Background: an optimization exercise with open tools, aiming at small area, a short achievable clock period and few clock cycles per item. Do not read the settings as production practice. Only simulation tests tie the RTL to the original design; equivalence was not proved.

[config.mk]
export PLATFORM = sky130hd
export DESIGN_NAME = whorl_rsq
export DESIGN_NICKNAME = whorl_rsq
export VERILOG_FILES = /design/flow/design.v
export SDC_FILE = /design/flow/constraint.sdc
export NUM_CORES = 4
export LEC_CHECK = 0
export CAP_MARGIN = 20
export CORE_MARGIN = 2
export CORE_UTILIZATION = 40
export PLACE_DENSITY = 0.6
export SLEW_MARGIN = 20
[constraint.sdc]
create_clock -name core_clock -period 11.0 [get_ports {clk}]
set_input_delay 2.2000 -clock core_clock [delete_from_list [all_inputs] [get_ports {clk}]]
set_output_delay 2.2000 -clock core_clock [all_outputs]
set_load 0.01 [all_outputs]
[design.v]
module whorl_rsq (
    input             clk,
    input             rst,           
    input             in_valid,
    output            in_ready,
    input             in_sqrt,       
    input      [31:0] in_a,
    output reg        out_valid,
    output reg [31:0] out_res,
    output reg        out_sat,
    output reg        out_divz,
    output reg        out_domain
);
    reg  [15:0]  M;
    reg          rdy, first;
    reg          sq;                         
    reg          nf;                         
    reg          f_spc, f_hi, f_mid, f_lo, f_sat, f_divz, f_dom;
    reg  [32:0]  S;                          
    reg          s;                          
    reg  [31:0]  E;                          
    reg          b0r;                        
    assign in_ready = rdy;
    wire accept = in_valid & rdy;
    wire last   = M[0] & !M[1];
    wire [31:0] a       = in_a;
    wire        a_zero  = (a == 32'd0);
    wire        sm_pos  = !a[31] & (a[30:28] == 3'd0) & (!a[27] | (a[26:0] == 27'd0));
    wire        sm_neg  = a[31] & (a[30:27] == 4'hF);
    wire        a_m27   = sm_neg & (a[26:0] == 27'd0);             
    wire        a_max   = !a[31] & (a[30:0] == 31'h7FFF_FFFF);
    wire        spc_in  = in_sqrt ? (a[31] | a_max) : (sm_pos | sm_neg);
    wire        rcp_sk2 = a[31] ? !a[30] : (a[30] & (a[29] | (a[28:2] != 27'd0)));
    wire        rcp_sk1 = a[31] ? (a[30:28] != 3'b111)
                                : (a[30] | a[29] | (a[28] & (a[27:0] != 28'd0)));
    wire        sq_sk1  = (a[30:27] == 4'd0);
    reg  [32:0] s_init;
    reg  [15:0] m_init;
    always @* begin
        if (in_sqrt) begin
            if (sq_sk1) begin
                s_init = {4'b1111, a[26:0], 2'b00};              
                m_init = 16'h3FFF;
            end else begin
                s_init = {2'b11, a[30:0]};                       
                m_init = 16'h7FFF;
            end
        end else if (rcp_sk2) begin
            s_init = a[31] ? {33'h0_7FFF_FFF8 | {31'd0, a[29:28]}}
                           : {33'h0_8000_0004 | {31'd0, a[29:28]}};
            m_init = 16'h3FFF;
        end else if (rcp_sk1) begin
            s_init = a[31] ? {33'h0_1FFF_FFFE | {32'd0, a[30]}}
                           : {33'h0_2000_0000 | {32'd0, a[30]}};
            m_init = 16'h7FFF;
        end else begin
            s_init = a[31] ? 33'h0_07FF_FFFF : 33'h0_0800_0000;
            m_init = 16'hFFFF;
        end
        if (spc_in)
            m_init = 16'h0001;
    end
    wire [16:0] Mx = {1'b0, M};
    wire [31:0] oh0, oh1, mk0, mk1;
    genvar m;
    generate
        for (m = 0; m < 16; m = m + 1) begin : pos
            assign oh0[2*m+1] = Mx[m] & !Mx[m+1];
            assign oh0[2*m]   = 1'b0;
            assign oh1[2*m+1] = 1'b0;
            assign oh1[2*m]   = Mx[m] & !Mx[m+1];
            assign mk0[2*m+1] = Mx[m+1];
            assign mk0[2*m]   = Mx[m];
            assign mk1[2*m+1] = Mx[m+1];
            assign mk1[2*m]   = Mx[m+1];
        end
    endgenerate
    wire [31:0] ohp0  = {oh0[30:0], 1'b0};          
    wire [31:0] ohpp0 = {oh0[29:0], 2'b00};         
    wire [31:0] ohp1  = oh0;                        
    wire [31:0] dfb  = sq ? ((b0r ? {oh0[28:0], 3'b000} : 32'd0) |
                             (!s  ? ohpp0 : 32'd0)) : 32'd0;
    wire [31:0] msub0 = dfb | (sq ? mk0 : 32'd0);                  
    wire [31:0] madd0 = dfb | (sq ? (ohp0 | oh0) : 32'd0);         
    wire [32:0] Y0    = s ? {1'b0, ~(E & ~madd0)} : {1'b1, E & ~msub0};
    wire        cin0  = s ? nf : !nf;
    wire [32:0] R0    = S + Y0 + {32'd0, cin0};
    wire        s1    = R0[32];                     
    reg         bdv0, bdv1;
    wire        bdn0 = (|(E & {2'b00, oh0[31:2]})) ^ !nf;
    wire        bdn1 = (|(E & {2'b00, oh1[31:2]})) ^ !nf;
    wire [32:0] R1c [0:1];
    genvar u;
    generate
        for (u = 0; u < 2; u = u + 1) begin : outcome    
            wire [31:0] msub1 = dfb | (sq ? (mk1 | ohp0) : 32'd0);
            wire [31:0] madd1 = dfb | (sq ? (ohp1 | oh1) : 32'd0);
            wire [32:0] Y1    = (u == 1) ? {1'b0, ~(E & ~madd1)} : {1'b1, E & ~msub1};
            wire        cin1  = (u == 1) ? nf : !nf;
            wire        bd0   = sq ? (u == 0) : bdv0;
            wire [32:0] X1    = {S[31:0], bd0};
            wire [32:0] X2    = {Y0[31:0], cin1};
            wire [32:0] cs_s  = X1 ^ X2 ^ Y1;
            wire [32:0] cs_c  = (X1 & X2) | (X1 & Y1) | (X2 & Y1);
            assign R1c[u] = cs_s + {cs_c[31:0], cin0} + {32'd0, cin0};
        end
    endgenerate
    wire [32:0] R1  = s1 ? R1c[1] : R1c[0];
    wire        b0  = !s1;
    wire        b1  = !R1[32];
    wire        bd1 = sq ? b1 : bdv1;
    wire [1:0]  qbits = {b0 ^ nf, b1 ^ nf};
    always @(posedge clk) begin
        if (rst) begin
            M         <= 16'd0;
            rdy       <= 1'b1;
            out_valid <= 1'b0;
        end else begin
            out_valid <= last;
            if (accept) begin
                M   <= m_init;
                rdy <= spc_in;
            end else begin
                M   <= {1'b0, M[15:1]};
                rdy <= !M[2];
            end
        end
    end
    always @(posedge clk) begin
        first <= accept;
        if (accept) begin
            sq     <= in_sqrt;
            nf     <= !in_sqrt & a[31];
            f_spc  <= spc_in;
            f_hi   <= !in_sqrt & a[31];
            f_mid  <= !a[31];
            f_lo   <= !in_sqrt & !a[31];
            f_sat  <= !in_sqrt & (sm_pos | sm_neg) & !a_zero & !a_m27;
            f_divz <= !in_sqrt & a_zero;
            f_dom  <= in_sqrt & a[31];
            S      <= s_init;
            s      <= in_sqrt;
            E      <= in_sqrt ? 32'hFFFF_FFFF : (a[31] ? a : ~a);
            b0r    <= 1'b0;
            bdv0   <= rcp_sk2 ? a[27] : rcp_sk1 ? a[29] : a[31];
            bdv1   <= rcp_sk2 ? a[26] : rcp_sk1 ? a[28] : a[30];
        end else begin
            bdv0 <= bdn0;
            bdv1 <= bdn1;
            S <= {R1[31:0], bd1};
            s <= R1[32];
            E   <= E & ~dfb;
            b0r <= b0;
        end
        if (first & f_spc)
            out_res <= {f_hi, f_mid, {30{f_lo}}};
        else if (first)
            out_res <= {{30{nf}}, qbits};
        else
            out_res <= {out_res[29:0], qbits};
        if (last) begin
            out_sat    <= f_sat;
            out_divz   <= f_divz;
            out_domain <= f_dom;
        end
    end
endmodule
[flow/run.sh]
#!/bin/bash
set -euo pipefail
bash standard.sh SETUP_SLACK_MARGIN=7 SETUP_MOVE_SEQUENCE=unbuffer,sizeup,swap,buffer finish > standard_flow.log 2>&1
[standard.sh]
#!/bin/bash
# synth_recipe.tcl (not shown) runs the flow's synth.tcl, then flattens the netlist and writes it again
# the make line also repeats each setting of config.mk as NAME=value (left out here)
make -C /OpenROAD-flow-scripts/flow DESIGN_CONFIG=/design/flow/config.mk WORK_HOME=/design/flow/orfs CLKGATE_MAP_FILE= SYNTH_SCRIPT=/design/flow/synth_recipe.tcl "${@:-finish}"
==> results of run 1 <==
## sequential cells by signal, summed over array words and instances (netlist names), 16 cells and up
register and cells:
S 33, E 32, M 16, out_res 32
## cell type report
type | count | area (um^2) | share of cell area [%]
inverter | 98 | 372.9 | 2.426
sequential | 131 | 2766 | 18.00
timing repair buffer | 149 | 1309 | 8.516
multi-input combinational | 1230 | 9848 | 64.08
tap | 390 | 488.0 | 3.175
clock inverter | 15 | 158.9 | 1.034
clock buffer | 17 | 425.4 | 2.768
## worst paths after layout
path,from,to,slack (ns)
worst max-delay path,s$_DFF_P_,S[30]$_DFF_P_,6.29
worst min-delay path,f_divz$_DFFE_PP_,out_divz$_DFFE_PN_,0.43
worst max register to register,s$_DFF_P_,S[30]$_DFF_P_,6.29
worst min register to register,f_divz$_DFFE_PP_,out_divz$_DFFE_PN_,0.43
## cell usage in the layout, fill, tap and decap left out, types with 8 or more instances in the layout
cell type	instances
nand2_1	186
a21oi_1	130
nor2_1	117
dfxtp_1	116
inv_1	94
ha_1	78
buf_4	67
o21ai_0	65
fa_1	61
xor2_1	51
xnor2_1	41
a22oi_1	39
clkdlybuf4s50_1	39
o21ai_2	31
o21ai_1	30
a21o_1	25
nand2b_1	24
nand4_1	24
nor2b_1	19
nand3_1	19
clkbuf_16	17
o21a_1	15
dlygate4sd2_1	15
edfxtp_1	14
a21oi_2	14
ha_4	14
nor3_1	13
a31oi_1	12
or2_2	11
clkbuf_2	11
mux2_2	9
o21bai_1	9
and2_1	8
o21ai_4	8
## worst register-to-register path, cell delays in order (launching register included)
cell,delay [ns]
dfxtp_4,0.56
clkinvlp_4,0.26
nand2_8,0.16
o21ai_4,0.10
or2_4,0.27
mux2_4,0.30
fa_2,0.56
ha_4,0.23
a21o_1,0.17
a31o_2,0.27
nor2_4,0.15
o211ai_1,0.27
nand4_1,0.33
a21oi_2,0.11
or3_1,0.39
a21oi_2,0.14
xor2_1,0.09
a221oi_2,0.26
## per-stage QoR
| step | worst slack [ns] | instance area [um^2] | util (%) | hold slack (ns) |
|---|---|---|---|---|
| 3_5_place_dp | 5.242 | 13320 | 44.60 | 0.4156 |
| 4_1_cts | 6.397 | 14760 | 49.42 | 0.4398 |
| 2_1_floorplan | 6.949 | 12380 | - | 0.4003 |
| 6_report | 6.289 | 15370 | 51.44 | 0.4337 |
| 5_1_grt | 6.183 | 15370 | 51.44 | 0.4507 |
| 3_3_place_gp | 5.279 | 13320 | 44.60 | 0.4100 |
## routing by layer
layer / vias to the layer above / GRT usage (%)
li1: 5584 / -
met1: 5722 / 35.92
met2: 413 / 41.70
met3: 55 / 5.068
met4: 0 / 7.046
met5: - / 0
## kinds of logic (layout without fill, tap and decap cells)
kind of cell / after synthesis / in the layout
xor gates and xnor gates: 95 / 95
AOI/OAI and AO/OA: 468 / 468
muxes: 27 / 27
and+or+nand+nor: 477 / 477
buffers and inverters: 165 / 279
DFF: 131 / 131
adders and majority gates: 163 / 163
## repair_timing
item                                    4_1_cts  5_1_grt
endpoints found under the setup margin       57       53
pin swaps                                    53       57
endpoints found under the hold margin         0        0
resized for setup                           169      114
buffers inserted                             34       31
==> impl_metrics.csv, run 1 <==
group,metric,value,unit
critical_path,crit_top_cell,"a21oi_2",
cells_and_area,syn_to_final_growth,25.80,%
placed_design,dp_cells,1933,
route,drt-initial-drc-count,993,
floorplan,dieHeight,178.8,um
clock_network,cts_tree,"built",
clock_network,cts_root_buf,"clkbuf_16",
timing,tns,0,ns
timing,slew_viol_final,0,
grt,antenna_found_initial,0,
route,wl_per_cell,20.64,um
floorplan,die_w,178.8,um
critical_path,rr_worst_depth,17,
timing,worst_slew_pin_slew,0.9361,ns
logic_synthesis,synthMuxAreaShare,2.356,%
grt,grt_max_degree,69,
clock_network,hold_buffers,0,
logic_synthesis,ys_async_sr_fraction,0,%
clock_network,htree_levels,4,
timing,min_period_over_period,42.83,%
timing,clock.fmax,0.2123,GHz
placed_design,io_buffer_count,72,
clock_network,cts_sinks,131,
critical_path,critPathRequiredTime,11.34,ns
logic_synthesis,synth_top_area_cell,"dfxtp_1",
floorplan,dieArea,0.03196,mm^2
floorplan,rows,63,
floorplan,initial_core_util,40.89,%
critical_path,arrival,5.05,ns
critical_path,cpMaxStageDelayCell,"dfxtp_4",
route,routed-wl-met2,19390,um
floorplan,core,0.02987,mm^2
critical_path,crit_type,"flip-flop to flip-flop",
logic_synthesis,synth_area,0.01222,mm^2
logic_synthesis,synth_top_area_share,19.17,%
logic_synthesis,yosys.area_share.adder,20.75,%
critical_path,worst_setup_path_end_kind,"flip-flop",
route,m1WireLength,18760,um
clock_network,clockBufferDepth,2,
logic_synthesis,synth_area_leaders,"dfxtp_1 (19%), fa_1 (11%), ha_1 (9.9%)",
critical_path,worstSetupStartpointType,"flip-flop",
route,num_vias,11770,
logic_synthesis,synth-simple-area-share,17.75,%
timing,report.final.hold_viol_count,0,
timing,setup_viol,0,
logic_synthesis,synthXorXnorAreaFrac,7.026,%
status,status,"complete, no violations",
critical_path,cp_max_fo,22,
route,first_pass_iters,5,
logic_synthesis,syn_inst,1526,
route,ant_nets,0,
logic_synthesis,netlist_top_cells_count,"nand2_1 (193), a21oi_1 (147), nor2_1 (125)",
grt,grt_pass1_wl,63820,um
logic_synthesis,yosys_register_bits,131,
logic_synthesis,syn_area_per_cell,8.006,um^2
run,maxCapViolations,0,
logic_synthesis,synth_nets,1725,
grt,grt_overflow,0,
clock_network,clkSlewWorstSetupHoldPaths,0.07,ns
placed_design,post-dp-hpwl,31090,um
cells_and_area,antenna_cells,0,
critical_path,path_cells,"clkinvlp_4 > nand2_8 > o21ai_4 > or2_4 > mux2_4 > fa_2 > ha_4 > a21o_1 > a31o_2 > nor2_4 > o211ai_1 > nand4_1 > a21oi_2 > or3_1 > a21oi_2 > xor2_1 > a221oi_2",
timing,max_slew_margin,37.52,%
critical_path,path_buf_inv,1,
route,drcViolationCount,0,
logic_synthesis,synth_compound_area_share,23.85,%
worst_hold_path,holdPathStages,0,
logic_synthesis,synth-main-ff-cell,"dfxtp_1",
route,highest_layer,"met4",
logic_synthesis,synth_top_family_by_area,"compound AO/OA/AOI/OAI gates",
cells_and_area,drive_gt1_share,20.12,%
timing,rsz0062_at_grt,"true",
cells_and_area,fin_nets,1826,
logic_synthesis,ys.warnings.count,1,
worst_hold_path,hold_path.class,"flip-flop to flip-flop",
route,totalWireLength,41900,um
route,wl_met3,2785,um
grt,grtUsageTotal,26.09,%
clock_network,clock_latency,0.43,ns
clock_network,cts_made_buffers,17,
floorplan,top_level_ports,73,
critical_path,cp_num_cells,17,
cells_and_area,final_cells,2030,
critical_path,critPathMaxStageDelay,0.56,ns
cells_and_area,fillers,2812,
logic_synthesis,synth-edff-count,14,
timing,skew,0.009772,ns
timing,min_period,4.711,ns
logic_synthesis,synth_seq_area_share,22.61,%
placed_design,gp_congestion,0.9638,
critical_path,crit_family,"compound AO/OA/AOI/OAI gates",
logic_synthesis,yosysUniqueCellTypes,75,
logic_synthesis,synth_most_common_cell,"nand2_1",
grt,grt_pass1_vias,11300,
route,vias_per_cell,5.800,
Testbench counts, summed over its fixed seeds: cycles 234,871, items 16,000.
==> inputs of run 2 (changes only) <==
--- a/design.v
+++ b/design.v
@@ -12,10 +12,11 @@
     output reg        out_domain
 );
     reg  [15:0]  M;
+    reg  [15:0]  Ms;                         
     reg          rdy, first;
     reg          sq;                         
     reg          nf;                         
-    reg          f_spc, f_hi, f_mid, f_lo, f_sat, f_divz, f_dom;
+    reg          f_spc, f_sat, f_divz, f_dom;
     reg  [32:0]  S;                          
     reg          s;                          
     reg  [31:0]  E;                          
@@ -60,8 +61,9 @@
         if (spc_in)
             m_init = 16'h0001;
     end
-    wire [16:0] Mx = {1'b0, M};
-    wire [31:0] oh0, oh1, mk0, mk1;
+    wire [16:0] Mx  = {1'b0, M};
+    wire [16:0] Msx = {1'b0, Ms};
+    wire [31:0] oh0, oh1, so0, so1, sk0, sk1;
     genvar m;
     generate
         for (m = 0; m < 16; m = m + 1) begin : pos
@@ -69,19 +71,22 @@
             assign oh0[2*m]   = 1'b0;
             assign oh1[2*m+1] = 1'b0;
             assign oh1[2*m]   = Mx[m] & !Mx[m+1];
-            assign mk0[2*m+1] = Mx[m+1];
-            assign mk0[2*m]   = Mx[m];
-            assign mk1[2*m+1] = Mx[m+1];
-            assign mk1[2*m]   = Mx[m+1];
+            assign so0[2*m+1] = Msx[m] & !Msx[m+1];
+            assign so0[2*m]   = 1'b0;
+            assign so1[2*m+1] = 1'b0;
+            assign so1[2*m]   = Msx[m] & !Msx[m+1];
+            assign sk0[2*m+1] = Msx[m+1];
+            assign sk0[2*m]   = Msx[m];
+            assign sk1[2*m+1] = Msx[m+1];
+            assign sk1[2*m]   = Msx[m+1];
         end
     endgenerate
-    wire [31:0] ohp0  = {oh0[30:0], 1'b0};          
-    wire [31:0] ohpp0 = {oh0[29:0], 2'b00};         
-    wire [31:0] ohp1  = oh0;                        
-    wire [31:0] dfb  = sq ? ((b0r ? {oh0[28:0], 3'b000} : 32'd0) |
-                             (!s  ? ohpp0 : 32'd0)) : 32'd0;
-    wire [31:0] msub0 = dfb | (sq ? mk0 : 32'd0);                  
-    wire [31:0] madd0 = dfb | (sq ? (ohp0 | oh0) : 32'd0);         
+    wire [31:0] sop0  = {so0[30:0], 1'b0};          
+    wire [31:0] sopp0 = {so0[29:0], 2'b00};         
+    wire [31:0] sop1  = so0;                        
+    wire [31:0] dfb  = (b0r ? {so0[28:0], 3'b000} : 32'd0) | (!s ? sopp0 : 32'd0);
+    wire [31:0] msub0 = dfb | sk0;                  
+    wire [31:0] madd0 = dfb | sop0 | so0;           
     wire [32:0] Y0    = s ? {1'b0, ~(E & ~madd0)} : {1'b1, E & ~msub0};
     wire        cin0  = s ? nf : !nf;
     wire [32:0] R0    = S + Y0 + {32'd0, cin0};
@@ -93,8 +98,8 @@
     genvar u;
     generate
         for (u = 0; u < 2; u = u + 1) begin : outcome    
-            wire [31:0] msub1 = dfb | (sq ? (mk1 | ohp0) : 32'd0);
-            wire [31:0] madd1 = dfb | (sq ? (ohp1 | oh1) : 32'd0);
+            wire [31:0] msub1 = dfb | sk1 | sop0;
+            wire [31:0] madd1 = dfb | sop1 | so1;
             wire [32:0] Y1    = (u == 1) ? {1'b0, ~(E & ~madd1)} : {1'b1, E & ~msub1};
             wire        cin1  = (u == 1) ? nf : !nf;
             wire        bd0   = sq ? (u == 0) : bdv0;
@@ -113,15 +118,18 @@
     always @(posedge clk) begin
         if (rst) begin
             M         <= 16'd0;
+            Ms        <= 16'd0;
             rdy       <= 1'b1;
             out_valid <= 1'b0;
         end else begin
             out_valid <= last;
             if (accept) begin
                 M   <= m_init;
+                Ms  <= in_sqrt ? m_init : 16'd0;
                 rdy <= spc_in;
             end else begin
                 M   <= {1'b0, M[15:1]};
+                Ms  <= {1'b0, Ms[15:1]};
                 rdy <= !M[2];
             end
         end
@@ -132,9 +140,6 @@
             sq     <= in_sqrt;
             nf     <= !in_sqrt & a[31];
             f_spc  <= spc_in;
-            f_hi   <= !in_sqrt & a[31];
-            f_mid  <= !a[31];
-            f_lo   <= !in_sqrt & !a[31];
             f_sat  <= !in_sqrt & (sm_pos | sm_neg) & !a_zero & !a_m27;
             f_divz <= !in_sqrt & a_zero;
             f_dom  <= in_sqrt & a[31];
@@ -153,7 +158,7 @@
             b0r <= b0;
         end
         if (first & f_spc)
-            out_res <= {f_hi, f_mid, {30{f_lo}}};
+            out_res <= {nf, sq ? !f_dom : !nf, {30{!sq & !nf}}};
         else if (first)
             out_res <= {{30{nf}}, qbits};
         else
==> flow/run.sh (replaced) <==
#!/bin/bash
set -euo pipefail
bash standard.sh SETUP_SLACK_MARGIN=8 SETUP_MOVE_SEQUENCE=unbuffer,sizeup,swap,buffer finish > standard_flow.log 2>&1
==> run 2 against run 1 <==
Against the previous run:
- clock skew increased by 0.0047 ns
- sequential share of layout area grew 0.52 points
- utilization increased by 2.9 points
- final cell count grew 2.3%
- maximum frequency grew 6.1%
- sequential cell count is 14 higher
- area after synthesis grew 2.5%
- die area up 2.4%
- cell area increased by 8.4%
- non-clock buffer count is 17 higher
- synthesized cell count grew 1.8%
==> impl_metrics.csv, run 2 <==
group,metric,value,unit
logic_synthesis,syn_inst,1553,
grt,grt_pass1_vias,11880,
critical_path,cpMaxStageDelayCell,"fa_1",
placed_design,dp_cells,1960,
floorplan,core,0.03067,mm^2
route,drt-initial-drc-count,1282,
logic_synthesis,synth_nets,1746,
critical_path,critPathRequiredTime,11.34,ns
logic_synthesis,synth_most_common_cell,"o21ai_0",
route,totalWireLength,45490,um
placed_design,io_buffer_count,72,
timing,max_slew_margin,39.42,%
timing,skew,0.01448,ns
critical_path,arrival,4.78,ns
route,highest_layer,"met4",
floorplan,top_level_ports,73,
route,ant_nets,0,
critical_path,critPathMaxStageDelay,0.42,ns
grt,grt_pass1_wl,70260,um
grt,grt_overflow,0,
cells_and_area,final_util,54.33,%
logic_synthesis,ys_async_sr_fraction,0,%
run,maxCapViolations,0,
logic_synthesis,synth-main-ff-cell,"dfxtp_1",
clock_network,clockBufferDepth,2,
critical_path,crit_type,"flip-flop to flip-flop",
cells_and_area,multiInputGateArea,0.01047,mm^2
clock_network,cts_tree,"built",
cells_and_area,largest_register_ff_count,33,
timing,tns,0,ns
route,num_vias,12290,
timing,worst_slew_pin_slew,0.9075,ns
timing,setup_viol,0,
critical_path,cp_max_fo,61,
floorplan,rows,64,
placed_design,post-dp-hpwl,33530,um
cells_and_area,final_cells,2076,
logic_synthesis,synth_area,0.01252,mm^2
clock_network,cts_made_buffers,17,
floorplan,dieArea,0.03272,mm^2
logic_synthesis,netlist_top_cells_count,"o21ai_0 (157), nand2_1 (143), dfxtp_1 (133)",
logic_synthesis,synth_area_leaders,"dfxtp_1 (21%), ha_1 (9.7%), fa_1 (9.6%)",
floorplan,dieHeight,180.9,um
critical_path,path_buf_inv,6,
logic_synthesis,yosys_register_bits,145,
route,routed-wl-met2,21020,um
clock_network,htree_levels,4,
cells_and_area,largestRegisters,"S: 33 flops, E: 32 flops, out_res: 32 flops",
critical_path,worst_setup_path_end_kind,"flip-flop",
clock_network,cts_sinks,145,
cells_and_area,final_cell_mix,"nand2_1 (127), inv_1 (100), nor2_1 (93)",
route,drcViolationCount,0,
floorplan,initial_core_util,40.81,%
cells_and_area,top_register,"S",
placed_design,dpl_cell_area,0.01421,mm^2
logic_synthesis,yosysUniqueCellTypes,79,
timing,clock.fmax,0.2253,GHz
floorplan,die_w,180.9,um
clock_network,cts_root_buf,"clkbuf_16",
grt,grtUsageTotal,27.55,%
status,status,"complete, no violations",
placed_design,gp_congestion,0.9257,
grt,antenna_found_initial,1,
cells_and_area,fillers,2803,
route,wl_per_cell,21.91,um
logic_synthesis,ys.warnings.count,1,
logic_synthesis,synth_top_area_cell,"dfxtp_1",
route,vias_per_cell,5.920,
timing,rsz0062_at_grt,"true",
logic_synthesis,synth_seq_area_share,24.15,%
cells_and_area,drive_gt1_share,31.92,%
route,first_pass_iters,5,
clock_network,hold_buffers,0,
timing,slew_viol_final,0,
logic_synthesis,synth_top_area_share,21.27,%
cells_and_area,syn_to_final_growth,33.13,%
cells_and_area,fin_nets,1859,
logic_synthesis,syn_area_per_cell,8.060,um^2
logic_synthesis,synth-edff-count,12,
critical_path,crit_family,"compound AO/OA/AOI/OAI gates",
clock_network,clock_latency,0.44,ns
worst_hold_path,hold_path.class,"flip-flop to flip-flop",
cells_and_area,finish.instance_area,0.01666,mm^2
timing,min_period,4.439,ns
cells_and_area,regArea,0.003085,mm^2
route,m1WireLength,20050,um
cells_and_area,final_common_cell,"nand2_1",
route,wl_met3,3383,um
critical_path,worstSetupStartpointType,"flip-flop",
critical_path,path_cells,"buf_16 > inv_16 > a21bo_4 > nor2_4 > nor2_1 > a31oi_2 > buf_4 > fa_1 > ha_4 > buf_4 > inv_1 > o211a_1 > o211ai_1 > buf_4 > nand4b_1 > o221a_4 > a21oi_4 > xnor2_4 > mux2i_2 > xnor2_2 > a31o_2",
critical_path,crit_top_cell,"buf_4",
clock_network,clkSlewWorstSetupHoldPaths,0.07,ns
timing,min_period_over_period,40.36,%
timing,report.final.hold_viol_count,0,
grt,grt_max_degree,71,
## run 2: cell count changes after synthesis, sizes merged, moves of 14 or more
cell / delta
a21oi: -18
dfxtp: +16
inv: +14
nand2: -50
nand3: +17
o21ai: +25
## run 2: cells by family after synthesis
| family | synth area share (%) |
|---|---|
| simple gates | 17.07 |
| flops | 24.15 |
| fa+ha+maj | 19.29 |
| mux | 1.290 |
| other cells | 0.02996 |
| compound gates | 25.44 |
| xor+xnor | 6.927 |
| buf+inv | 5.798 |
## run 2: worst paths after layout
check	start	end	slack (ns)	cells after the start
max	s$_DFF_P_	S[0]$_DFF_P_	6.56	21
min	f_divz$_DFFE_PP_	out_divz$_DFFE_PP_	0.42	0
max reg2reg	s$_DFF_P_	S[0]$_DFF_P_	6.56	21
min reg2reg	f_divz$_DFFE_PP_	out_divz$_DFFE_PP_	0.42	0
## run 2: cell type report
type / instances / area share, %
diodes: 1 / 0.01502
clock buffers: 18 / 2.703
clock inverters: 14 / 0.7584
inverters: 113 / 2.891
multi-input cells: 1223 / 62.82
flip-flops and latches: 145 / 18.52
well taps: 396 / 2.973
repair buffers: 166 / 9.326
## run 2: per-stage QoR
stage,hold WS (ns),setup slack [ns]
CTS,0.4249,6.679
finish,0.4231,6.561
detailed placement,0.4092,5.603
global placement,0.4048,5.591
floorplan,0.4003,6.772
global route,0.4308,6.461
## run 2: what timing repair did
action	4_1_cts	5_1_grt
gates resized for setup	546	162
pin swaps	91	60
setup buffers	62	21
endpoints found under the setup margin	153	110
## run 2: per-layer routing
metal,GRT usage [%],vias up
li1,-,5764
met1,38.61,6016
met2,44.17,436
met3,4.515,73
met4,6.839,0
met5,0,-
Testbench counts of run 2, summed over its fixed seeds: cycles 234,871, items 16,000.
==> inputs of run 3 (changes only) <==
==> flow/run.sh (replaced) <==
#!/bin/bash
set -euo pipefail
bash standard.sh SETUP_SLACK_MARGIN=7 SETUP_MOVE_SEQUENCE=unbuffer,sizeup,swap,buffer finish > standard_flow.log 2>&1
--- a/config.mk
+++ b/config.mk
@@ -7,6 +7,6 @@
 export LEC_CHECK = 0
 export CAP_MARGIN = 20
 export CORE_MARGIN = 2
-export CORE_UTILIZATION = 40
-export PLACE_DENSITY = 0.6
+export CORE_UTILIZATION = 55
+export PLACE_DENSITY = 0.75
 export SLEW_MARGIN = 20
==> run 3 against run 2 <==
Against the previous run:
- critical path type unchanged
- highest routed layer unchanged
- hold slack worse by 0.0060 ns
- still clean on timing, DRC and antenna
==> impl_metrics.csv, run 3 <==
group,metric,value,unit
status,status,"complete, no violations",
clock_network,cts_root_buf,"clkbuf_16",
logic_synthesis,ys_async_sr_fraction,0,%
route,drcViolationCount,0,
logic_synthesis,synth_nets,1746,
timing,setup_viol,0,
clock_network,htree_levels,4,
timing,report.final.hold_viol_count,0,
logic_synthesis,synth_area_leaders,"dfxtp_1 (21%), ha_1 (9.7%), fa_1 (9.6%)",
floorplan,die_w,154.9,um
route,wl_per_cell,21.76,um
cells_and_area,largest_register_ff_count,33,
cells_and_area,largestRegisters,"S: 33 flops, E: 32 flops, out_res: 32 flops",
timing,min_period,5.031,ns
cells_and_area,final_common_cell,"nand2_1",
logic_synthesis,synth_seq_area_share,24.15,%
critical_path,cp_max_fo,61,
cells_and_area,fin_nets,1805,
route,drt-initial-drc-count,1256,
critical_path,worst_setup_path_end_kind,"flip-flop",
logic_synthesis,ys.warnings.count,1,
cells_and_area,syn_to_final_growth,19.60,%
grt,grtUsageTotal,34.22,%
critical_path,rr_endpoint,"S[0]$_DFF_P_",
cells_and_area,fillers,1845,
worst_hold_path,holdPathStages,0,
grt,grt_pass1_vias,11950,
clock_network,hold_buffers,0,
timing,tns,0,ns
route,totalWireLength,41560,um
logic_synthesis,syn_area_per_cell,8.060,um^2
logic_synthesis,synth_area,0.01252,mm^2
grt,grt_max_degree,87,
critical_path,timing.rr.start,"s$_DFF_P_",
clock_network,clock_latency,0.45,ns
clock_network,clkSlewWorstSetupHoldPaths,0.07,ns
logic_synthesis,syn_inst,1553,
logic_synthesis,synth_top_area_share,21.27,%
timing,max_slew_margin,24.39,%
floorplan,dieArea,0.02398,mm^2
clock_network,cts_made_buffers,17,
cells_and_area,final_cell_mix,"nand2_1 (139), dfxtp_1 (129), o21ai_0 (127)",
critical_path,crit_end,"S[0]$_DFF_P_",
floorplan,core,0.02250,mm^2
floorplan,top_level_ports,73,
logic_synthesis,synth-main-ff-cell,"dfxtp_1",
logic_synthesis,synth_most_common_cell,"o21ai_0",
critical_path,critPathRequiredTime,11.34,ns
cells_and_area,final_util,66.53,%
timing,clock.fmax,0.1988,GHz
timing,slew_viol_final,0,
route,num_vias,12310,
logic_synthesis,synth_top_area_cell,"dfxtp_1",
grt,grt_pass1_wl,64360,um
floorplan,dieHeight,154.9,um
critical_path,rr_worst_depth,16,
placed_design,gp_congestion,1.003,
route,first_pass_iters,6,
clock_network,cts_tree,"built",
worst_hold_path,hold_path.class,"flip-flop to flip-flop",
timing,worst_slew_pin_slew,1.131,ns
clock_network,cts_sinks,145,
placed_design,post-dp-hpwl,29550,um
critical_path,cp-startpoint,"s$_DFF_P_",
critical_path,ff2ff_setup_slack,5.97,ns
route,ant_nets,0,
logic_synthesis,yosysUniqueCellTypes,79,
critical_path,crit_type,"flip-flop to flip-flop",
timing,skew,0.01511,ns
cells_and_area,top_register,"S",
placed_design,dpl_cell_area,0.01345,mm^2
cells_and_area,antenna_cells,0,
timing,rsz0062_at_grt,"true",
grt,antenna_found_initial,0,
logic_synthesis,netlist_top_cells_count,"o21ai_0 (157), nand2_1 (143), dfxtp_1 (133)",
logic_synthesis,yosys_register_bits,145,
floorplan,initial_core_util,55.62,%
cells_and_area,drive_gt1_share,15.20,%
clock_network,clockBufferDepth,2,
placed_design,io_buffer_count,72,
cells_and_area,finish.instance_area,0.01497,mm^2
grt,grt_overflow,0,
route,vias_per_cell,6.445,
critical_path,arrival,5.38,ns
timing,min_period_over_period,45.74,%
logic_synthesis,synth-edff-count,12,
critical_path,worstSetupStartpointType,"flip-flop",
floorplan,rows,55,
run,maxCapViolations,0,
-- run 3: changes by cell type in the layout (fill, tap and decap cells not counted), moves of 34 or more --
cell             change
buf_4               -53
clkdlybuf4s50_1     +40
dfxtp_1             +38
buf_6               -50
o21ai_0             +39
a21oi_1             +35
dfxtp_2             -34
-- run 3: area by class of cell --
class                      instances  area, um^2  area share [%]
multi-input combinational       1223        9543           63.74
sequential                       145        3028           20.23
clock inverter                    15       186.4           1.245
timing repair buffer             112       996.0           6.653
inverter                         113       435.4           2.908
clock buffer                      17       425.4           2.842
tap                              285       356.6           2.382
-- run 3: logic make-up (layout without fill, tap and decap cells) --
group | after synthesis | in the layout | synth area share (%)
other | 1 | 1 | 0.02996
buffers and inverters | 185 | 257 | 5.798
and+or+nand+nor | 451 | 451 | 17.07
DFF | 145 | 145 | 24.15
muxes | 15 | 15 | 1.290
adders and majority gates | 157 | 157 | 19.29
xor gates and xnor gates | 96 | 96 | 6.927
AOI/OAI and AO/OA | 503 | 503 | 25.44
-- run 3: per-layer routing --
metal	track usage, %	vias to the layer above	wire [um]
li1	-	5652	-
met1	44.46	5935	17190
met2	55.68	601	19270
met3	6.825	121	3381
met4	14.64	0	1715
met5	0	-	0
-- run 3: how the worst min path moves through the flow --
stage	end	startpoint
CTS	out_divz$_DFFE_PP_	f_divz$_DFFE_PP_
finish	out_divz$_DFFE_PP_	f_divz$_DFFE_PP_
detailed placement	out_divz$_DFFE_PP_	f_divz$_DFFE_PP_
global placement	out_divz$_DFFE_PP_	f_divz$_DFFE_PP_
global route	out_divz$_DFFE_PP_	f_divz$_DFFE_PP_
floorplan	out_divz$_DFFE_PP_	f_divz$_DFFE_PP_
-- run 3: critical path: stages, from the launching register on --
cell        delay, ns
dfxtp_2          0.34
buf_12           0.26
clkinvlp_4       0.55
o211ai_1         0.40
o21ai_2          0.13
fa_2             0.52
ha_4             0.29
and3_4           0.20
a221oi_4         0.09
o211ai_1         0.55
nand4b_1         0.42
o221a_4          0.25
a21oi_4          0.17
xnor2_2          0.16
mux2i_1          0.16
xnor2_2          0.18
a31o_2           0.21
-- run 3: repair_timing --
item	4_1_cts	5_1_grt
setup endpoints to repair	71	64
gates resized for setup	141	103
setup buffers	21	12
pin swaps	52	53
-- run 3: through the flow --
step	instances	hold WS (ns)	setup slack (ns)
after floorplan	1553	0.4003	6.731
after global placement	1845	0.4004	5.171
after detailed placement	1845	0.4045	5.137
after CTS	1898	0.4213	6.202
after global routing	1910	0.4396	5.888
final	1910	0.4171	5.969
==> inputs of run 4 (changes only) <==
--- a/config.mk
+++ b/config.mk
@@ -7,6 +7,6 @@
 export LEC_CHECK = 0
 export CAP_MARGIN = 20
 export CORE_MARGIN = 2
-export CORE_UTILIZATION = 55
-export PLACE_DENSITY = 0.75
+export CORE_UTILIZATION = 40
+export PLACE_DENSITY = 0.6
 export SLEW_MARGIN = 20
==> run 4 against run 3 <==
Against the previous run:
- clock skew is 0.00052 ns lower
- die area is 36% higher
- maximum frequency is 8.7% higher
- cell area is 1.5% higher
- area after synthesis stayed put
==> impl_metrics.csv, run 4 <==
group,metric,value,unit
timing,slew_viol_final,0,
logic_synthesis,yosys_register_bits,145,
logic_synthesis,synth_top_area_cell,"dfxtp_1",
worst_hold_path,hold_path.class,"flip-flop to flip-flop",
clock_network,clock_latency,0.44,ns
logic_synthesis,ys_async_sr_fraction,0,%
clock_network,clockBufferDepth,2,
logic_synthesis,synth_most_common_cell,"o21ai_0",
critical_path,critPathMaxStageDelay,0.67,ns
timing,clock.fmax,0.2160,GHz
timing,skew,0.01459,ns
timing,setup_viol,0,
clock_network,cts_root_buf,"clkbuf_16",
cells_and_area,fin_nets,1816,
grt,grt_max_degree,50,
route,first_pass_iters,6,
route,drcViolationCount,0,
cells_and_area,final_cell_mix,"nand2_1 (137), dfxtp_1 (125), o21ai_0 (122)",
logic_synthesis,ys.warnings.count,1,
route,wl_per_cell,21.24,um
grt,grt_pass1_vias,11750,
clock_network,clkSlewWorstSetupHoldPaths,0.08,ns
route,num_vias,12060,
critical_path,cp_max_fo,31,
run,maxCapViolations,0,
cells_and_area,syn_to_final_growth,21.42,%
placed_design,io_buffer_count,72,
placed_design,post-dp-hpwl,32350,um
critical_path,worst_setup_path_end_kind,"flip-flop",
status,status,"complete, no violations",
grt,grt_pass1_wl,66830,um
cells_and_area,largestRegisters,"S: 33 flops, E: 32 flops, out_res: 32 flops",
timing,rsz0062_at_grt,"true",
logic_synthesis,syn_area_per_cell,8.060,um^2
critical_path,crit_type,"flip-flop to flip-flop",
grt,grtUsageTotal,26.01,%
timing,worst_slew_pin_slew,0.9776,ns
grt,antenna_found_initial,0,
critical_path,worstSetupStartpointType,"flip-flop",
timing,min_period,4.630,ns
clock_network,hold_buffers,0,
logic_synthesis,synth_nets,1746,
logic_synthesis,synth_top_area_share,21.27,%
cells_and_area,fillers,2959,
route,drt-initial-drc-count,972,
clock_network,htree_levels,4,
route,ant_nets,0,
placed_design,dpl_cell_area,0.01364,mm^2
logic_synthesis,synth-main-ff-cell,"dfxtp_1",
critical_path,path_cells,"inv_4 > buf_12 > a21bo_4 > nor2_4 > nor2_2 > a31oi_2 > buf_4 > ha_4 > a211oi_2 > nand3_1 > a211oi_2 > a211oi_2 > o41ai_2 > o211ai_2 > xnor2_4 > inv_1 > and3_1 > a2bb2oi_1",
critical_path,cpMaxStageDelayCell,"xnor2_4",
critical_path,crit_top_cell,"a211oi_2",
clock_network,cts_made_buffers,17,
timing,max_slew_margin,34.74,%
floorplan,initial_core_util,40.81,%
floorplan,core,0.03067,mm^2
logic_synthesis,yosysUniqueCellTypes,79,
cells_and_area,final_common_cell,"nand2_1",
logic_synthesis,syn_inst,1553,
grt,grt_overflow,0,
cells_and_area,drive_gt1_share,16.32,%
critical_path,critPathRequiredTime,11.31,ns
floorplan,dieArea,0.03272,mm^2
timing,tns,0,ns
clock_network,cts_tree,"built",
floorplan,die_w,180.9,um
placed_design,gp_congestion,0.9334,
timing,report.final.hold_viol_count,0,
floorplan,rows,64,
floorplan,dieHeight,180.9,um
cells_and_area,antenna_cells,0,
logic_synthesis,synth-edff-count,12,
logic_synthesis,synth_area,0.01252,mm^2
cells_and_area,top_register,"S",
logic_synthesis,synth_seq_area_share,24.15,%
floorplan,top_level_ports,73,
logic_synthesis,synth_area_leaders,"dfxtp_1 (21%), ha_1 (9.7%), fa_1 (9.6%)",
route,totalWireLength,43160,um
cells_and_area,finish.instance_area,0.01520,mm^2
clock_network,cts_sinks,145,
route,vias_per_cell,5.934,
cells_and_area,largest_register_ff_count,33,
logic_synthesis,netlist_top_cells_count,"o21ai_0 (157), nand2_1 (143), dfxtp_1 (133)",
critical_path,arrival,4.94,ns
timing,min_period_over_period,42.09,%
-- run 4: cells by family (layout without fill, tap and decap cells) --
group | after synthesis | in the layout | synth area share [%]
other cells | 1 | 1 | 0.02996
mux | 15 | 15 | 1.290
buf+inv | 185 | 268 | 5.798
compound gates | 503 | 503 | 25.44
xor+xnor | 96 | 96 | 6.927
simple gates | 451 | 451 | 17.07
flops | 145 | 145 | 24.15
fa+ha+maj | 157 | 157 | 19.29
-- run 4: worst max-delay path: cells and delay by family, from the launching register on --
family                   cells  cell delay [ns]
AO/OA/AOI/OAI                8             1.59
XOR/XNOR                     1             0.67
adder cells (fa/ha/maj)      1             0.20
buffers and inverters        4             0.80
flip-flops                   1             0.65
AND/OR/NAND/NOR              4             0.56
-- run 4: what timing repair did --
item	CTS	global route
setup endpoints to repair	71	86
pin swaps	56	11
gates resized for setup	224	45
buffers inserted	29	9
-- run 4: stage by stage --
step	hold slack (ns)	setup WS (ns)	instances	util, %
after CTS	0.4198	6.476	2023	48.94
after detailed placement	0.4054	5.583	1962	44.47
final	0.4173	6.370	2032	49.56
after floorplan	0.4003	6.731	1553	-
after global placement	0.4028	5.598	1962	44.47
after global routing	0.4252	6.100	2032	49.56
-- run 4: per-layer routing --
layer  GRT usage [%]  up-vias  part of all wire [%]
met5               0        -                     0
met4           7.129        0                   1.8
li1                -     5677                     -
met1           35.66     5891                    44
met2           42.34      429                    47
met3           4.253       60                   6.9
-- run 4: worst paths after layout --
kind                         from                 to  slack (ns)  cells after the start
setup / recovery        s$_DFF_P_      S[22]$_DFF_P_        6.37                     18
hold / removal    f_sat$_DFFE_PP_  out_sat$_DFFE_PP_        0.42                      0
setup reg to reg        s$_DFF_P_      S[22]$_DFF_P_        6.37                     18
hold reg to reg   f_sat$_DFFE_PP_  out_sat$_DFFE_PP_        0.42                      0
-- run 4: layout make-up --
| class | instances | area, um^2 | share of cell area [%] |
|---|---|---|---|
| Multi-Input combinational cell | 1223 | 9548 | 62.82 |
| Sequential cell | 145 | 3035 | 19.97 |
| Timing Repair Buffer | 123 | 1080 | 7.105 |
| Tap cell | 396 | 495.5 | 3.260 |
| Inverter | 113 | 430.4 | 2.832 |
| Clock buffer | 17 | 425.4 | 2.799 |
| Clock inverter | 15 | 183.9 | 1.210 |
==> inputs of run 5 (changes only) <==
==> flow/run.sh (replaced) <==
#!/bin/bash
set -euo pipefail
bash standard.sh SETUP_SLACK_MARGIN=6.5 SETUP_MOVE_SEQUENCE=unbuffer,sizeup,swap,buffer TNS_END_PERCENT=20 finish > standard_flow.log 2>&1
==> run 5 against run 4 <==
Against the previous run:
- critical path depth fell by 2
- critical path type unchanged
- register-to-register slack got worse by 0.33 ns
- cell area fell by 1.9%
- non-clock buffer count fell by 10
- maximum frequency fell by 6.7%
- setup slack got worse by 0.33 ns
- first-iteration DRC count rose by 35%
- wire length fell by 0.98%
==> impl_metrics.csv, run 5 <==
group,metric,value,unit
timing,worst_slew_pin_slew,1.035,ns
cells_and_area,final_cells,2024,
grt,use_met2,40.82,%
cells_and_area,fin_nets,1806,
logic_synthesis,synth_nets,1746,
critical_path,worstSetupStartpointType,"flip-flop",
critical_path,cp_num_cells,16,
floorplan,dieHeight,180.9,um
route,drt-initial-drc-count,1314,
clock_network,cts_made_buffers,17,
logic_synthesis,synth-main-ff-cell,"dfxtp_1",
logic_synthesis,yosysUniqueCellTypes,79,
logic_synthesis,synth_top_area_share,21.27,%
clock_network,clockBufferDepth,2,
logic_synthesis,ys_async_sr_fraction,0,%
timing,tns,0,ns
cells_and_area,largestRegisters,"S: 33 flops, E: 32 flops, out_res: 32 flops",
floorplan,core,0.03067,mm^2
grt,antenna_found_initial,2,
critical_path,ff2ff_setup_slack,6.04,ns
timing,rsz0062_at_grt,"true",
timing,max_slew_margin,30.98,%
route,totalWireLength,42740,um
timing,min_period,4.962,ns
worst_hold_path,hold_path.class,"flip-flop to flip-flop",
critical_path,cpMaxStageDelayCell,"clkinvlp_4",
grt,grt_overflow,0,
timing,fin_ws,6.038,ns
cells_and_area,largest_register_ff_count,33,
timing,setup_viol,0,
grt,met3_usage,4.112,%
grt,grt_pass1_vias,11480,
clock_network,cts_root_buf,"clkbuf_16",
clock_network,cts_tree,"built",
critical_path,path_buf_inv,2,
placed_design,dpl_cell_area,0.01352,mm^2
route,vias_per_cell,5.913,
critical_path,rr_endpoint,"S[0]$_DFF_P_",
logic_synthesis,syn_area_per_cell,8.060,um^2
route,drcViolationCount,0,
clock_network,htree_levels,4,
placed_design,gp_congestion,0.9542,
cells_and_area,drive_gt1_share,11.87,%
floorplan,dieArea,0.03272,mm^2
timing,report.final.hold_viol_count,0,
route,first_pass_iters,8,
logic_synthesis,synth_seq_area_share,24.15,%
cells_and_area,final_common_cell,"nand2_1",
placed_design,io_buffer_count,72,
logic_synthesis,syn_inst,1553,
placed_design,dp_cells,1959,
cells_and_area,syn_to_final_growth,19.14,%
worst_hold_path,hold_end,"out_divz$_DFFE_PP_",
cells_and_area,top_register,"S",
placed_design,post-dp-hpwl,32460,um
critical_path,crit_type,"flip-flop to flip-flop",
clock_network,cts_sinks,145,
route,ant_nets,0,
logic_synthesis,synth_most_common_cell,"o21ai_0",
timing,slew_viol_final,0,
timing,clock.fmax,0.2015,GHz
timing,whs,0.4231,ns
critical_path,critPathRequiredTime,11.33,ns
logic_synthesis,yosys_register_bits,145,
route,num_vias,11970,
timing,skew,0.01943,ns
clock_network,clock_latency,0.44,ns
grt,grtUsageTotal,25.75,%
cells_and_area,finish.instance_area,0.01491,mm^2
floorplan,rows,64,
floorplan,die_w,180.9,um
critical_path,crit_family,"compound AO/OA/AOI/OAI gates",
floorplan,top_level_ports,73,
grt,grt_pass1_wl,66340,um
logic_synthesis,synth-edff-count,12,
clock_network,clkSlewWorstSetupHoldPaths,0.07,ns
critical_path,arrival,5.29,ns
floorplan,initial_core_util,40.81,%
critical_path,timing.rr.start,"s$_DFF_P_",
critical_path,critPathMaxStageDelay,0.54,ns
grt,grt-busiest-layer,"met2",
logic_synthesis,synth_area_leaders,"dfxtp_1 (21%), ha_1 (9.7%), fa_1 (9.6%)",
grt,grt_max_degree,62,
critical_path,crit_top_cell,"o211ai_1",
timing,min_period_over_period,45.11,%
placed_design,place_ws,5.226,ns
critical_path,path_cells,"buf_12 > clkinvlp_4 > o211ai_1 > o21ai_2 > fa_1 > ha_4 > and3_4 > a221oi_4 > o211ai_1 > nand4b_1 > o221a_4 > a21oi_4 > xnor2_2 > mux2i_1 > xnor2_1 > a31o_2",
worst_hold_path,holdPathStages,0,
critical_path,worst_setup_path_end_kind,"flip-flop",
logic_synthesis,synth_top_area_cell,"dfxtp_1",
logic_synthesis,netlist_top_cells_count,"o21ai_0 (157), nand2_1 (143), dfxtp_1 (133)",
route,wl_per_cell,21.12,um
logic_synthesis,ys.warnings.count,1,
critical_path,cp_max_fo,61,
logic_synthesis,synth_area,0.01252,mm^2
worst_hold_path,min-delay-start,"f_divz$_DFFE_PP_",
cells_and_area,final_cell_mix,"nand2_1 (140), o21ai_0 (133), dfxtp_1 (131)",
status,status,"complete, no violations",
grt,grt.met1_usage,35.50,%
run,maxCapViolations,0,
critical_path,rr_worst_depth,16,
==> run 5: cell counts after synthesis <==
Identical to the previous run, type by type.
==> run 5: through the flow <==
step / util, %
6_report: 48.63
5_1_grt: 48.61
4_1_cts: 47.78
3_5_place_dp: 44.07
3_3_place_gp: 44.05
2_1_floorplan: -
==> run 5: timing repair <==
| action | CTS | global route |
|---|---|---|
| pin swaps | 34 | 35 |
| setup endpoints to repair | 54 | 56 |
| buffers inserted | 15 | 16 |
| hold buffers | 0 | 0 |
| endpoints found under the hold margin | 0 | 0 |
| resized for setup | 123 | 34 |
==> run 5: cell type report <==
cell class                 count  area (um^2)
antenna                        2        5.005
clock buffer                  17        425.4
tap                          396        495.5
fill                        3006        15760
clock inverter                15        192.7
sequential                   145         3025
inverter                     113        427.9
timing repair buffer         113         1030
multi-input combinational   1223         9311
==> run 5: kinds of logic after synthesis <==
logic type,after synthesis,synth area share (%)
AOI/OAI and AO/OA,503,25.44
and+or+nand+nor,451,17.07
buffers and inverters,185,5.798
adders and majority gates,157,19.29
DFF,145,24.15
xor gates and xnor gates,96,6.927
muxes,15,1.290
other,1,0.02996
==> run 5: worst max-delay path by stage <==
stage | from | endpoint | slack [ns]
after floorplan | s$_DFF_P_ | S[32]$_DFF_P_ | 6.55
after global routing | s$_DFF_P_ | s$_DFF_P_ | 5.94
final | s$_DFF_P_ | S[0]$_DFF_P_ | 6.04
after detailed placement | s$_DFF_P_ | S[20]$_DFF_P_ | 5.23
after CTS | s$_DFF_P_ | S[18]$_DFF_P_ | 6.19
after global placement | s$_DFF_P_ | S[27]$_DFF_P_ | 5.29
==> run 5: layer usage <==
metal	up-vias	routed length, um
met1	5734	18860
met5	-	0
met3	73	3169
li1	5651	-
met4	0	1370
met2	510	19340
==> inputs of run 6 (changes only) <==
==> flow/run.sh (replaced) <==
#!/bin/bash
set -euo pipefail
bash standard.sh SETUP_SLACK_MARGIN=7.5 SETUP_MOVE_SEQUENCE=unbuffer,sizeup,swap,buffer TNS_END_PERCENT=20 finish > standard_flow.log 2>&1
==> run 6 against run 5 <==
Against the previous run:
- critical path depth rose by 3
- non-clock buffer count rose by 2
- maximum frequency is 9.7% higher
- cell area rose by 4.4%
- sequential share of layout area shrank 0.77 points
- global-route usage rose by 0.78 points
- synthesized cell count did not move
- clock skew is 0.0064 ns lower
- still clean on timing, DRC and antenna
- highest routed layer unchanged
- area after synthesis stayed put
==> impl_metrics.csv, run 6 <==
group,metric,value,unit
timing,tns,0,ns
grt,grt_pass1_vias,11540,
worst_hold_path,holdPathStages,0,
critical_path,crit_type,"flip-flop to flip-flop",
clock_network,cts_sinks,145,
logic_synthesis,synth_area,0.01252,mm^2
clock_network,cts_root_buf,"clkbuf_16",
logic_synthesis,yosysUniqueCellTypes,79,
floorplan,dieHeight,180.9,um
grt,grtUsageTotal,26.53,%
placed_design,post-dp-hpwl,32800,um
floorplan,rows,64,
logic_synthesis,ys.warnings.count,1,
logic_synthesis,synth_seq_area_share,24.15,%
critical_path,worst_setup_path_end_kind,"flip-flop",
logic_synthesis,synth-main-ff-cell,"dfxtp_1",
cells_and_area,final_common_cell,"nand2_1",
timing,worst_slew_pin_slew,1.140,ns
floorplan,dieArea,0.03272,mm^2
timing,rsz0062_at_grt,"true",
placed_design,io_buffer_count,72,
timing,min_period,4.525,ns
logic_synthesis,synth_top_area_share,21.27,%
run,maxCapViolations,0,
critical_path,ff2ff_setup_slack,6.48,ns
timing,setup_viol,0,
logic_synthesis,yosys_register_bits,145,
cells_and_area,antenna_cells,0,
grt,antenna_found_initial,0,
cells_and_area,fin_nets,1808,
logic_synthesis,netlist_top_cells_count,"o21ai_0 (157), nand2_1 (143), dfxtp_1 (133)",
route,vias_per_cell,5.868,
route,totalWireLength,44070,um
logic_synthesis,synth_nets,1746,
route,ant_nets,0,
clock_network,cts_made_buffers,17,
critical_path,rr_worst_depth,19,
logic_synthesis,ys_async_sr_fraction,0,%
floorplan,initial_core_util,40.81,%
critical_path,path_cells,"buf_16 > inv_16 > a21bo_4 > nor2_4 > nor2_2 > a31oi_4 > buf_6 > fa_1 > ha_4 > inv_1 > o21ai_0 > o221a_2 > nand4b_1 > o221a_2 > a21oi_2 > xnor2_2 > mux2i_1 > xnor2_2 > a31o_2",
cells_and_area,largest_register_ff_count,33,
critical_path,critPathRequiredTime,11.34,ns
cells_and_area,drive_gt1_share,19.59,%
timing,min_period_over_period,41.13,%
clock_network,cts_tree,"built",
floorplan,top_level_ports,73,
logic_synthesis,syn_area_per_cell,8.060,um^2
placed_design,gp_congestion,0.9038,
critical_path,arrival,4.87,ns
grt,grt_overflow,0,
critical_path,worstSetupStartpointType,"flip-flop",
critical_path,cpMaxStageDelayCell,"fa_1",
grt,grt_pass1_wl,67530,um
clock_network,clock_latency,0.45,ns
floorplan,die_w,180.9,um
route,drcViolationCount,0,
timing,clock.fmax,0.2210,GHz
clock_network,htree_levels,4,
timing,skew,0.01306,ns
timing,slew_viol_final,0,
logic_synthesis,synth_top_area_cell,"dfxtp_1",
grt,grt_max_degree,62,
route,wl_per_cell,21.77,um
clock_network,clkSlewWorstSetupHoldPaths,0.07,ns
logic_synthesis,synth-edff-count,12,
logic_synthesis,synth_most_common_cell,"o21ai_0",
critical_path,rr_endpoint,"S[0]$_DFF_P_",
clock_network,clockBufferDepth,2,
logic_synthesis,syn_inst,1553,
floorplan,core,0.03067,mm^2
worst_hold_path,hold_path.class,"flip-flop to flip-flop",
critical_path,timing.rr.start,"s$_DFF_P_",
cells_and_area,final_util,50.76,%
cells_and_area,syn_to_final_growth,24.38,%
cells_and_area,top_register,"S",
timing,max_slew_margin,24.03,%
critical_path,crit_end,"S[0]$_DFF_P_",
route,num_vias,11880,
critical_path,cp_max_fo,61,
critical_path,cp-startpoint,"s$_DFF_P_",
route,first_pass_iters,6,
timing,report.final.hold_viol_count,0,
route,drt-initial-drc-count,1098,
logic_synthesis,synth_area_leaders,"dfxtp_1 (21%), ha_1 (9.7%), fa_1 (9.6%)",
critical_path,critPathMaxStageDelay,0.45,ns
cells_and_area,largestRegisters,"S: 33 flops, E: 32 flops, out_res: 32 flops",
cells_and_area,final_cell_mix,"nand2_1 (134), dfxtp_1 (124), o21ai_0 (111)",
status,status,"complete, no violations",
==> run 6: cell counts after synthesis <==
No cell type changed its count.
==> run 6: critical path: cells and delay by family, from the launching register on <==
family | cells | cell delay [ns]
AO/OA/AOI/OAI | 7 | 1.62
adder cells (fa/ha/maj) | 2 | 0.80
buffers and inverters | 4 | 0.65
AND/OR/NAND/NOR | 3 | 0.41
XOR/XNOR | 2 | 0.38
flip-flops | 1 | 0.36
multiplexers | 1 | 0.14
==> run 6: kinds of logic (layout without fill, tap and decap cells) <==
| logic type | Yosys count | count (layout) | share of synthesized area, % |
|---|---|---|---|
| AOI/OAI and AO/OA | 503 | 503 | 25.44 |
| adders and majority gates | 157 | 157 | 19.29 |
| muxes | 15 | 15 | 1.290 |
| buffers and inverters | 185 | 260 | 5.798 |
| xor gates and xnor gates | 96 | 96 | 6.927 |
| and+or+nand+nor | 451 | 451 | 17.07 |
| other | 1 | 1 | 0.02996 |
| DFF | 145 | 145 | 24.15 |
==> run 6: metal layers <==
| layer | vias to the layer above | wire (um) | track usage [%] |
|---|---|---|---|
| met2 | 411 | 20140 | 41.98 |
| li1 | 5663 | - | - |
| met5 | - | 0 | 0 |
| met4 | 0 | 927 | 7.581 |
| met1 | 5757 | 20070 | 37.38 |
| met3 | 46 | 2927 | 4.132 |
==> run 6: area by class of cell <==
type	instances	area, um^2
inverter	113	451.7
multi-input combinational	1223	9985
timing repair buffer	115	993.5
clock buffer	17	425.4
clock inverter	15	178.9
sequential	145	3039
fill	2946	15100
tap	396	495.5
==> run 6: worst min-delay path by stage <==
stage                           from                  to
floorplan           f_divz$_DFFE_PP_  out_divz$_DFFE_PP_
global placement     f_sat$_DFFE_PP_   out_sat$_DFFE_PP_
detailed placement  f_divz$_DFFE_PP_  out_divz$_DFFE_PP_
CTS                 f_divz$_DFFE_PP_  out_divz$_DFFE_PP_
global route        f_divz$_DFFE_PP_  out_divz$_DFFE_PP_
finish              f_divz$_DFFE_PP_  out_divz$_DFFE_PP_
==> run 6: repair_timing <==
item,in CTS,in global routing
hold buffers,0,0
setup buffers,26,8
resized for setup,184,90
setup endpoints to repair,139,151
cloned,0,0
pin swaps,53,24
==> run 6: stage by stage <==
stage	setup WS [ns]	std cells	hold slack, ns	area [um^2]
after global routing	6.270	2024	0.4371	15570
after floorplan	6.747	1553	0.4003	13240
after CTS	6.521	2016	0.4172	15410
after detailed placement	5.278	1958	0.4045	14100
after global placement	5.399	1958	0.4014	14100
final	6.475	2024	0.4200	15570
==> inputs of run 7 (changes only) <==
==> flow/run.sh (replaced) <==
#!/bin/bash
set -euo pipefail
bash standard.sh SETUP_SLACK_MARGIN=7 SETUP_MOVE_SEQUENCE=unbuffer,sizeup,swap,buffer TNS_END_PERCENT=5 finish > standard_flow.log 2>&1
==> run 7 against run 6 <==
Against the previous run:
- still clean
- synthesized cell count unchanged
- global-route usage decreased by 0.91 points
- sequential share of layout area increased by 0.61 points
- critical endpoint is now S[32]$_DFF_P_
==> impl_metrics.csv, run 7 <==
group,metric,value,unit
status,status,"complete, no violations",
critical_path,worst_setup_path_end_kind,"flip-flop",
route,first_pass_iters,5,
logic_synthesis,synth_area_leaders,"dfxtp_1 (21%), ha_1 (9.7%), fa_1 (9.6%)",
logic_synthesis,ys.warnings.count,1,
cells_and_area,final_common_cell,"nand2_1",
floorplan,dieHeight,180.9,um
logic_synthesis,syn_area_per_cell,8.060,um^2
clock_network,cts_made_buffers,17,
floorplan,die_w,180.9,um
logic_synthesis,yosysUniqueCellTypes,79,
placed_design,gp_congestion,0.9884,
logic_synthesis,netlist_top_cells_count,"o21ai_0 (157), nand2_1 (143), dfxtp_1 (133)",
grt,grt_max_degree,61,
logic_synthesis,synth-main-ff-cell,"dfxtp_1",
clock_network,htree_levels,4,
timing,setup_viol,0,
critical_path,critPathMaxStageDelay,0.49,ns
clock_network,clock_latency,0.44,ns
grt,grt_pass1_vias,11580,
logic_synthesis,synth_top_area_share,21.27,%
clock_network,clkSlewWorstSetupHoldPaths,0.07,ns
timing,skew,0.01620,ns
critical_path,crit_family,"simple AND/OR/NAND/NOR gates",
timing,clock.fmax,0.2171,GHz
clock_network,cts_sinks,145,
timing,slew_viol_final,0,
critical_path,worstSetupStartpointType,"flip-flop",
timing,report.final.hold_viol_count,0,
floorplan,top_level_ports,73,
logic_synthesis,syn_inst,1553,
timing,min_period,4.606,ns
critical_path,arrival,4.97,ns
critical_path,cp_num_cells,17,
worst_hold_path,hold_path.class,"flip-flop to flip-flop",
cells_and_area,fin_nets,1813,
critical_path,crit_end,"S[32]$_DFF_P_",
route,totalWireLength,42800,um
route,vias_per_cell,5.924,
critical_path,crit_type,"flip-flop to flip-flop",
cells_and_area,largest_register_ff_count,33,
grt,grt_overflow,0,
cells_and_area,largestRegisters,"S: 33 flops, E: 32 flops, out_res: 32 flops",
floorplan,dieArea,0.03272,mm^2
clock_network,cts_tree,"built",
critical_path,path_buf_inv,2,
floorplan,rows,64,
logic_synthesis,synth_seq_area_share,24.15,%
critical_path,ff2ff_setup_slack,6.39,ns
grt,grtUsageTotal,25.62,%
route,ant_nets,0,
timing,whs,0.4255,ns
logic_synthesis,synth_nets,1746,
critical_path,rr_endpoint,"S[32]$_DFF_P_",
grt,antenna_found_initial,0,
critical_path,cp-startpoint,"s$_DFF_P_",
timing,rsz0062_at_grt,"true",
clock_network,cts_root_buf,"clkbuf_16",
critical_path,timing.rr.start,"s$_DFF_P_",
timing,max_slew_margin,34.98,%
grt,grt_pass1_wl,65660,um
critical_path,rr_worst_depth,17,
cells_and_area,final_cell_mix,"nand2_1 (138), dfxtp_1 (125), o21ai_0 (122)",
timing,min_period_over_period,41.87,%
-- run 7: cells by family after synthesis --
kind of cell / share of synthesized area [%]
AO/OA/AOI/OAI: 25.44
AND/OR/NAND/NOR: 17.07
buffers and inverters: 5.798
adder cells (fa/ha/maj): 19.29
flip-flops: 24.15
XOR/XNOR: 6.927
multiplexers: 1.290
other: 0.02996
-- run 7: worst register-to-register path, cell delays in order, from the launching register on --
cell and delay, ns:
dfxtp_4 0.38, buf_16 0.26, o21ai_1 0.21, nor2_1 0.15, nor2_1 0.07, a31oi_2 0.25, buf_4 0.17, fa_1 0.49
ha_4 0.33, nand3_1 0.15, or3_4 0.42, or3_1 0.44, a31oi_4 0.23, nand4_1 0.21, a31oi_2 0.28, a31oi_1 0.13
xor2_1 0.16, a211oi_2 0.20
-- run 7: worst min-delay path by stage --
stage	startpoint	to	slack (ns)	cells past startpoint
after detailed placement	f_sat$_DFFE_PP_	out_sat$_DFFE_PP_	0.41	0
after global placement	f_sat$_DFFE_PP_	out_sat$_DFFE_PP_	0.40	0
after floorplan	f_divz$_DFFE_PP_	out_divz$_DFFE_PP_	0.40	0
after CTS	f_sat$_DFFE_PP_	out_sat$_DFFE_PP_	0.43	0
final	f_sat$_DFFE_PP_	out_sat$_DFFE_PP_	0.43	0
after global routing	f_divz$_DFFE_PP_	out_divz$_DFFE_PP_	0.44	0
-- run 7: through the flow --
step | setup slack, ns | std cells | cell area (um^2) | util [%]
2_1_floorplan | 6.731 | 1553 | 12580 | -
3_3_place_gp | 5.482 | 1960 | 13570 | 44.26
3_5_place_dp | 5.519 | 1960 | 13570 | 44.26
4_1_cts | 6.465 | 2017 | 14790 | 48.21
5_1_grt | 6.245 | 2029 | 15080 | 49.16
6_report | 6.394 | 2030 | 15080 | 49.17
-- run 7: layout make-up --
cell class,instances,area (um^2)
Fill cell,2953,15590
Clock inverter,12,123.9
Antenna cell,1,2.502
Clock buffer,20,456.7
Sequential cell,145,3035
Timing Repair Buffer,120,1087
Tap cell,396,495.5
Inverter,113,435.4
Multi-Input combinational cell,1223,9444
-- run 7: per-layer routing --
metal  share of wire [%]  vias up  global-route usage [%]
li1                    -     5662                       -
met1                  45     5885                   35.09
met2                  47      416                   41.54
met3                 6.1       62                   3.850
met4                 2.4        0                   8.065
met5                   0        -                       0
-- run 7: repair_timing --
action	CTS	global route
hold buffers	0	0
gates resized for setup	163	51
pin swaps	40	42
endpoints found under the setup margin	71	90
endpoints found under the hold margin	0	0
buffers inserted	25	12

[what the ideal ports hide]
Ports are ideal in the flow. The routed layouts listed here were re-timed in OpenROAD. Step 1 sets driving cells, clkbuf_16 on the clock port and buf_2 on the other inputs (assumed; they add their load-dependent delay and slew). Step 2 moves the port delays by t, midway between the first and last clock arrival at a register: inputs arrive t later, outputs are due t later. That takes back most of the time a late clock gives input paths. a / b / c = no drivers / after step 1 / after step 2; a / b = the first two.
run	shift t [ns]	setup WS [ns]	hold WS [ns]	clock arrival spread, ns	worst data-port slew with drivers (ns)
run 1	0.470	6.289 / 6.289 / 6.226	0.434 / 0.434 / 0.434	0.010 / 0.010	0.04
run 2	0.490	6.561 / 6.561 / 6.232	0.423 / 0.423 / 0.423	0.019 / 0.018	0.11
run 3	0.491	5.969 / 5.969 / 5.969	0.417 / 0.417 / 0.417	0.016 / 0.015	0.04
run 4	0.483	6.370 / 6.370 / 6.028	0.417 / 0.417 / 0.417	0.014 / 0.014	0.05
run 5	0.480	6.038 / 6.038 / 5.804	0.423 / 0.423 / 0.423	0.020 / 0.020	0.07
run 6	0.493	6.475 / 6.475 / 6.129	0.420 / 0.420 / 0.420	0.013 / 0.013	0.04
run 7	0.476	6.394 / 6.394 / 5.988	0.425 / 0.425 / 0.425	0.016 / 0.016	0.07
After both steps setup and hold are still met in every run listed. The setup slack of run 7, which loses most, moves by 0.000 ns with the drivers and by -0.406 ns with both steps.
